What follows belongs to an exercise in optimizing a design on an open flow for small area, a short achievable clock period and few clock cycles per item; a production flow would make more cautious choices. At most, simulation tests tie the RTL to the original design; equivalence was not proved.

==> inputs of run Y <==
Design vfix_unit, start of the top module:
module vfix_unit #(
    parameter LANES = 4
) (
    input  wire                  clk,
    input  wire                  rst,
    input  wire                  in_valid,
    output wire                  in_ready,
    input  wire [2:0]            in_func,
    input  wire                  in_type,
    input  wire [1:0]            in_rnd,
    input  wire                  in_zero,
    input  wire [LANES-1:0]      in_pred,
    input  wire [16*LANES-1:0]   in_a,
    input  wire [16*LANES-1:0]   in_b,
    input  wire [16*LANES-1:0]   in_c,
    input  wire [16*LANES-1:0]   in_d,
    output reg                   out_valid,
    output reg  [16*LANES-1:0]   out_d,
    output reg                   out_sat
);
==> flow/config.mk <==
export PLATFORM = sky130hd
export DESIGN_NAME = vfix_unit
export DESIGN_NICKNAME = vfix_unit
export VERILOG_FILES = /design/flow/design.v
export SDC_FILE = /design/flow/constraint.sdc
export NUM_CORES = 8
export LEC_CHECK = 0
export ABC_AREA = 1
export CAP_MARGIN = 20
export CORE_MARGIN = 2
export CORE_UTILIZATION = 50
export SLEW_MARGIN = 20
export SYNTH_HIERARCHICAL = 1
==> flow/constraint.sdc <==
create_clock -name core_clock -period 25.0 [get_ports {clk}]
set_input_delay 5.0000 -clock core_clock [delete_from_list [all_inputs] [get_ports {clk}]]
set_output_delay 5.0000 -clock core_clock [all_outputs]
set_load 0.01 [all_outputs]
standard.sh (not shown) runs the stock make flow with config.mk's settings and CLKGATE_MAP_FILE= SYNTH_SCRIPT=/design/flow/synth_recipe.tcl, a recipe that flattens the netlist after the stock synthesis.
==> flow/flow/run.sh <==
#!/bin/bash
# Standard synthesis and layout, with buf_2 cells as the port buffers.
set -euo pipefail
bash standard.sh synth > synth.log 2>&1
bash standard.sh "BUFFER_PORTS_ARGS=-buffer_cell sky130_fd_sc_hd__buf_2" finish > layout.log 2>&1
==> inputs of run H, as changes to run Y <==
==> flow/flow/run.sh (replaced) <==
#!/bin/bash
# Standard synthesis and layout, with buf_2 cells as the port buffers; the
# layout's timing repair aims at a setup slack of MARGIN ns (the clock
# period and constraints are unchanged) on the worst endpoints, and may
# resize cells across footprints.
set -euo pipefail
MARGIN=19
bash standard.sh synth > synth.log 2>&1
bash standard.sh "BUFFER_PORTS_ARGS=-buffer_cell sky130_fd_sc_hd__buf_2" \
    SETUP_SLACK_MARGIN=$MARGIN TNS_END_PERCENT=5 MATCH_CELL_FOOTPRINT=0 finish > layout.log 2>&1
Settings changed: CAP_MARGIN 20 to 0, CORE_UTILIZATION 50 to 65, SLEW_MARGIN 20 to 0.
==> summary of the runs <==
- Run Y completed without violations. Run H went through all stages and came out clean.
- Setup slack: run Y is worse than run H (0.57 ns).
- First-iteration DRC count: run H is higher than run Y (24%).
- Clock skew: run H is lower than run Y (0.0029 ns).
- Against run H, the maximum frequency of run Y is smaller by about 8%.
- Synthesized area is the same in run Y and run H.
- Sequential cell count is the same in run H and run Y.
- Register-to-register slack: run H is better than run Y (0.87 ns).
==> figures <==
| metric | run H | run Y |
|---|---|---|
| Number of stages on the worst setup path | 11 | 10 |
| Area of the die | 74600 sq um | 96600 sq um |
| Area post-placement | 49300 sq um | 49000 sq um |
| Final area over synthesized area | 1.141x | 1.075x |
| Met1 routing resource usage after global routing | 51.8% | 43.4% |
| Max stage delay cell, worst path | sky130_fd_sc_hd__fa_1 | sky130_fd_sc_hd__nor2_1 |
| Reg2reg setup slack | 19.19 ns | 18.32 ns |
| Die outline height | 273 um | 311 um |
| Wirelength, routed | 153 mm | 159 mm |
| R2r startpoint | s1_x[33] | s1_neg[1] |
| Post-layout util | 75.0% | 54.2% |
| 1st-iter DRT viols | 5242 | 4224 |
| Status | complete, no violations | complete, no violations |
| Slew HR | 20.0% | 22.5% |
| Combined flip-flop and latch cell area | 7170 sq um | 7150 sq um |
Testbench counts of run Y, summed over its fixed seeds: cycles 16,024, items 16,000.
Testbench counts of run H, summed over its fixed seeds: cycles 16,024, items 16,000.

---

==> v35 <==
vfix_unit, a different RTL version from the one above (not shown whole).
// vfix_unit
module vfix_unit #(
    parameter LANES = 4
) (
    input  wire                  clk,
    input  wire                  rst,
    input  wire                  in_valid,
    output wire                  in_ready,
    input  wire [2:0]            in_func,
    input  wire                  in_type,
    input  wire [1:0]            in_rnd,
    input  wire                  in_zero,
    input  wire [LANES-1:0]      in_pred,
    input  wire [16*LANES-1:0]   in_a,
    input  wire [16*LANES-1:0]   in_b,
    input  wire [16*LANES-1:0]   in_c,
    input  wire [16*LANES-1:0]   in_d,
    output reg                   out_valid,
    output reg  [16*LANES-1:0]   out_d,
    output reg                   out_sat
);
==> flow/config.mk <==
export PLATFORM = sky130hd
export DESIGN_NAME = vfix_unit
export DESIGN_NICKNAME = vfix_unit
export VERILOG_FILES = /design/flow/design.v
export SDC_FILE = /design/flow/constraint.sdc
export NUM_CORES = 8
export LEC_CHECK = 0
export ABC_AREA = 1
export CAP_MARGIN = 20
export CORE_MARGIN = 2
export CORE_UTILIZATION = 50
export SLEW_MARGIN = 20
export SYNTH_HIERARCHICAL = 1
==> flow/constraint.sdc <==
create_clock -name core_clock -period 25.0 [get_ports {clk}]
set_input_delay 5.0000 -clock core_clock [delete_from_list [all_inputs] [get_ports {clk}]]
set_output_delay 5.0000 -clock core_clock [all_outputs]
set_load 0.01 [all_outputs]
==> flow/flow/run.sh <==
#!/bin/bash
# Standard synthesis, then the standard layout steps with a stronger timing
# repair: the repair aims at a setup slack of MARGIN ns (the clock period
# and constraints are unchanged), may resize cells across footprints, and
# the port buffers are buf_2 cells.
set -euo pipefail
MARGIN=18.5
bash standard.sh synth > synth.log 2>&1
bash standard.sh SETUP_SLACK_MARGIN=$MARGIN MATCH_CELL_FOOTPRINT=0 \
    "BUFFER_PORTS_ARGS=-buffer_cell sky130_fd_sc_hd__buf_2" finish > layout.log 2>&1
==> inputs of v34, as changes to v35 <==
==> flow/run.sh (new file) <==
#!/bin/bash
# synth_recipe.tcl (not shown) runs the flow's synth.tcl, then flattens the netlist and writes it again
# the make line also repeats each setting of config.mk as NAME=value (left out here)
make -C /OpenROAD-flow-scripts/flow DESIGN_CONFIG=/design/flow/config.mk WORK_HOME=/design/flow/orfs CLKGATE_MAP_FILE= SYNTH_SCRIPT=/design/flow/synth_recipe.tcl finish
removed: flow/flow/run.sh
removed: flow/standard.sh
==> inputs of v1, as changes to v35 <==
==> flow/flow/run.sh (replaced) <==
#!/bin/bash
# Standard synthesis and layout; the layout's timing repair aims at a
# setup slack of MARGIN ns (the clock period is unchanged), so that it
# shortens the design's paths instead of stopping at 25 ns.
set -euo pipefail
MARGIN=17.5
bash standard.sh synth > synth.log 2>&1
bash standard.sh SETUP_SLACK_MARGIN=$MARGIN finish > layout.log 2>&1
==> summary.txt <==
item	v1	v35	v34
Status	no timing/DRC/antenna violations	no timing/DRC/antenna violations	no timing/DRC/antenna violations
Routing usage on met1	0.4791	0.4694	0.4769
Area fraction of clock buffers and clock inverters	0.02600	0.02202	0.02621
Number of global-route vias before repair	43.67k	45.99k	43.52k
Buffers, non-clock	381	758	377
Placed Area	52,250 sq um	51,100 sq um	52,250 sq um
Capture point of the critical path	s1_a[46]	out_sat	s1_x[31]
Number of logic stages on the critical path including buffering	10	30	9
Data required time at the worst endpoint	25,450 ps	25,500 ps	25,480 ps
Cts bufs inserted	41	39	41
Tmin final	7393 ps	6931 ps	8280 ps
Total setup buffers inserted after CTS	1	277	0
Wire length of the first global-routing pass	266,400 um	272,100 um	265,700 um
Length of routed wiring on met1	74,570 um	73,540 um	74,640 um
Met2 track demand over resource in global routing	0.5471	0.5602	0.5449
Total buffers and inverters traversed by the critical path	3	5	5
Cell at the slowest stage of the critical path	sky130_fd_sc_hd__clkdlybuf4s50_1	sky130_fd_sc_hd__fa_1	sky130_fd_sc_hd__clkdlybuf4s50_1
Met3 Track Usage GR	0.07834	0.08361	0.07920
No functional check of the RTL was part of any run of this note.

re-timing with driven ports:
No port has a modelled driver above. Below, the same layouts with a new extraction and two added sets of constraints.
Step 1: set_driving_cell puts a clkbuf_16 on clk and a buf_2 on each other input, an assumption about the parent block.
Step 2, shift: input delay + t, output delay - t, t = (earliest + latest rising clock arrival at the registers) / 2. This alone moves slack from input paths to output paths.
a / b / c = ideal / step 1 / step 2; a / b = the first two.
| run | t (ns) | setup slack, ns | hold slack, ns | worst data-port slew with drivers (ns) | cell pins on the clock port's net |
|---|---|---|---|---|---|
| run Y | 0.673 | 18.167 / 18.202 / 17.528 | 0.329 / 0.329 / 0.329 | 0.18 | 1 |
| run H | 0.672 | 18.737 / 18.748 / 18.076 | 0.328 / 0.328 / 0.328 | 0.15 | 1 |
| v35 | 0.674 | 18.069 / 18.069 / 17.859 | 0.406 / 0.406 / 0.406 | 0.19 | 1 |
| v34 | 0.673 | 16.720 / 16.764 / 16.091 | 0.403 / 0.403 / 0.403 | 0.16 | 1 |
| v1 | 0.674 | 17.607 / 17.638 / 16.964 | 0.403 / 0.403 / 0.403 | 0.15 | 1 |
After both steps every run listed still meets setup and hold. For run H, which loses most, drivers alone change the setup slack by +0.011 ns; drivers and shift together by -0.661 ns.
